What follows belongs to an exercise in optimizing a design on an open flow for small area, a short achievable clock period and few clock cycles per item; a production flow would make more cautious choices. At most, simulation tests tie the RTL to the original design; equivalence was not proved.

==> run a: inputs <==
Design sfl_frame_check, start of the top module:
module sfl_frame_check (
    input  wire         clk,
    input  wire         rst,             
    input  wire         start,           
    input  wire [383:0] frame,           
    input  wire [31:0]  cid,
    input  wire [1:0]   conn_state,      
    input  wire [15:0]  last_seq,        
    input  wire [15:0]  connect_seq,     
    output wire         ready,
    output reg          done,
    output wire         accept,
    output wire         ok_a,
    output wire         ok_b,
    output reg          hdr_ok,
    output reg          seq_ok,
    output wire         restart,
    output wire [7:0]   lost,
    output wire [3:0]   conn,
    output wire [7:0]   kind,
    output wire [15:0]  seq,
    output wire [15:0]  echo
);
    localparam [31:0] RES_A = 32'hB798B438;
    localparam [31:0] RES_B = 32'h0843323B;
    wire [7:0]  f_b0      = frame[7:0];
    wire [7:0]  f_kind    = frame[15:8];
    wire [15:0] f_seq     = frame[31:16];
    wire [15:0] f_echo    = frame[47:32];
    wire [7:0]  f_plen    = frame[55:48];
    wire [7:0]  f_flags   = frame[63:56];
    wire [31:0] f_resv    = frame[319:288];
    wire        f_connect = f_flags[0];
    reg  [2:0] ph;
    wire       busy = |ph;
    assign ready = !busy;
    always @(posedge clk) begin
        if (rst) begin
            ph   <= 0;
            done <= 1'b0;
        end else begin
            ph   <= {ph, start && !busy};
            done <= ph[2];
        end
    end
    reg  [2:0] phc0;
    reg  [2:0] phc1;
    reg  [2:0] phc2;
    reg  [2:0] phc3;
    reg  [2:0] phc4;
    reg  [2:0] phc5;
    always @(posedge clk) begin
        if (rst) begin
            phc0 <= 0;
            phc1 <= 0;
            phc2 <= 0;
            phc3 <= 0;
            phc4 <= 0;
            phc5 <= 0;
        end else begin
            phc0 <= {phc0, start && !(|phc0)};
            phc1 <= {phc1, start && !(|phc1)};
            phc2 <= {phc2, start && !(|phc2)};
            phc3 <= {phc3, start && !(|phc3)};
            phc4 <= {phc4, start && !(|phc4)};
            phc5 <= {phc5, start && !(|phc5)};
        end
    end
    wire [128-1:0] ca, cb;
    assign ca[31:0] = ({32{phc0[0]}} & ~cid[31:0]) | ({32{phc0[1]}} & frame[127:96]) | ({32{phc0[2]}} & frame[255:224]);
    assign ca[63:32] = ({32{phc1[0]}} & frame[31:0]) | ({32{phc1[1]}} & frame[159:128]) | ({32{phc1[2]}} & frame[287:256]);
  ...
clock: 10.0 ns
lec_check: 0
cap_margin: 20
core_margin: 2
core_utilization: 35
slew_margin: 20
tns_end_percent: 0
standard.sh (not shown) runs the stock make flow with config.mk's settings and CLKGATE_MAP_FILE= SYNTH_SCRIPT=/design/flow/synth_recipe.tcl, a recipe that flattens the netlist after the stock synthesis.
==> flow/flow/run.sh <==
#!/bin/bash
set -euo pipefail
MARGIN="${FLOW_SETUP_MARGIN:-6}"
bash standard.sh finish \
  "BUFFER_PORTS_ARGS=-buffer_cell sky130_fd_sc_hd__buf_1" \
  "SETUP_SLACK_MARGIN=${MARGIN}" > flow_make.log 2>&1
==> inputs of run b, as changes to run a <==
--- a/flow/design.v
+++ b/flow/design.v
@@ -40,45 +40,21 @@
             done <= 1'b0;
         end else begin
             ph   <= {ph, start && !busy};
             done <= ph[2];
         end
     end
-    reg  [2:0] phc0;
-    reg  [2:0] phc1;
-    reg  [2:0] phc2;
-    reg  [2:0] phc3;
-    reg  [2:0] phc4;
-    reg  [2:0] phc5;
-    always @(posedge clk) begin
-        if (rst) begin
-            phc0 <= 0;
-            phc1 <= 0;
-            phc2 <= 0;
-            phc3 <= 0;
-            phc4 <= 0;
-            phc5 <= 0;
-        end else begin
-            phc0 <= {phc0, start && !(|phc0)};
-            phc1 <= {phc1, start && !(|phc1)};
-            phc2 <= {phc2, start && !(|phc2)};
-            phc3 <= {phc3, start && !(|phc3)};
-            phc4 <= {phc4, start && !(|phc4)};
-            phc5 <= {phc5, start && !(|phc5)};
-        end
-    end
-    wire [128-1:0] ca, cb;
-    assign ca[31:0] = ({32{phc0[0]}} & ~cid[31:0]) | ({32{phc0[1]}} & frame[127:96]) | ({32{phc0[2]}} & frame[255:224]);
-    assign ca[63:32] = ({32{phc1[0]}} & frame[31:0]) | ({32{phc1[1]}} & frame[159:128]) | ({32{phc1[2]}} & frame[287:256]);
-    assign ca[95:64] = ({32{phc2[0]}} & frame[63:32]) | ({32{phc2[1]}} & frame[191:160]) | ({32{phc2[2]}} & frame[319:288]);
-    assign ca[127:96] = ({32{phc3[0]}} & frame[95:64]) | ({32{phc3[1]}} & frame[223:192]) | ({32{phc3[2]}} & frame[351:320]);
-    assign cb[95:0] = ca[95:0];
-    assign cb[127:96] = ({32{phc4[0]}} & frame[95:64]) | ({32{phc4[1]}} & frame[223:192]) | ({32{phc4[2]}} & frame[383:352]);
+    wire [128-1:0] ca = ({128{ph[0]}} & {frame[95:0], ~cid[31:0]}) |
+                     ({128{ph[1]}} & frame[223:96]) |
+                     ({128{ph[2]}} & frame[351:224]);
+    wire [128-1:0] cb = ({128{ph[0]}} & {frame[95:0], ~cid[31:0]}) |
+                     ({128{ph[1]}} & frame[223:96]) |
+                     ({128{ph[2]}} & {frame[383:352], frame[319:224]});
     reg  [31:0] crc_a, crc_b;
-    wire [31:0] sx_a = (crc_a & {32{!phc5[0]}}) ^ ca[31:0];
-    wire [31:0] sx_b = (crc_b & {32{!phc5[0]}}) ^ cb[31:0];
+    wire [31:0] sx_a = (crc_a & {32{!ph[0]}}) ^ ca[31:0];
+    wire [31:0] sx_b = (crc_b & {32{!ph[0]}}) ^ cb[31:0];
     wire [31:0] upd_a, upd_b;
     wire [604:0] xt;
     assign xt[0] = ca[78] ^ ca[82];
     assign xt[1] = ca[40] ^ ca[42];
     assign xt[2] = ca[53] ^ ca[76];
     assign xt[3] = ca[60] ^ ca[77];
==> flow/flow/run.sh (replaced) <==
#!/bin/bash
set -euo pipefail
MARGIN="${FLOW_SETUP_MARGIN:-5.5}"
bash standard.sh finish \
  "BUFFER_PORTS_ARGS=-buffer_cell sky130_fd_sc_hd__buf_1" \
  "SETUP_SLACK_MARGIN=${MARGIN}" > flow_make.log 2>&1
==> comparison table <==
| quantity | run b | run a |
|---|---|---|
| Routed Wire Length | 174 mm | 160 mm |
| Pre-CTS setup slack | 3.64 ns | 3.91 ns |
| Result of the run | no timing/DRC/antenna violations | no timing/DRC/antenna violations |
| Min-Delay Endpoint | ph[2] | phc5[0] |
| Number of signal-net buffers in the layout | 784 | 960 |
| Met2 wire length | 68.0 mm | 63.8 mm |
| Number of sinks handled by clock tree synthesis | 80 | 98 |
| Final standard cell count with taps included and fillers excluded | 4086 | 4225 |
| M1 WL | 63.6 mm | 56.6 mm |
| Portion of synthesized cell area occupied by the leading cell type | 54.6% | 49.8% |
| Beginning of the worst register-to-register path | ph[1] | phc5[0] |
Testbench counts of run b, summed over its fixed seeds: cycles 16,000, frames 3,200.
For run a, only the layout was checked, not whether the RTL still works.

[static timing again, ports no longer ideal]
The results above use ideal ports. As a check the final layouts listed here were re-extracted and re-timed, cells and wires unchanged.
Step 1 assumes that a clkbuf_16 drives the clock port and a buf_2 every other input.
Step 2 times the ports against the registers' clock, not the clock port: input delays grow and output delays shrink by t, the midpoint of the rising clock arrivals with the driver on.
a / b / c = ideal / step 1 / step 2; a / b = the first two.
run | shift t [ns] | setup slack, ns | worst setup path at the end | pins driven straight from the clock port
run a | 0.473 | 5.385 / 5.428 / 4.956 | input to register | 1
run b | 0.464 | 5.184 / 5.168 / 4.705 | input to register | 1
After both steps setup and hold are still met in every run listed. For run b, which loses most, drivers alone change the setup slack by -0.016 ns; drivers and shift together by -0.479 ns.
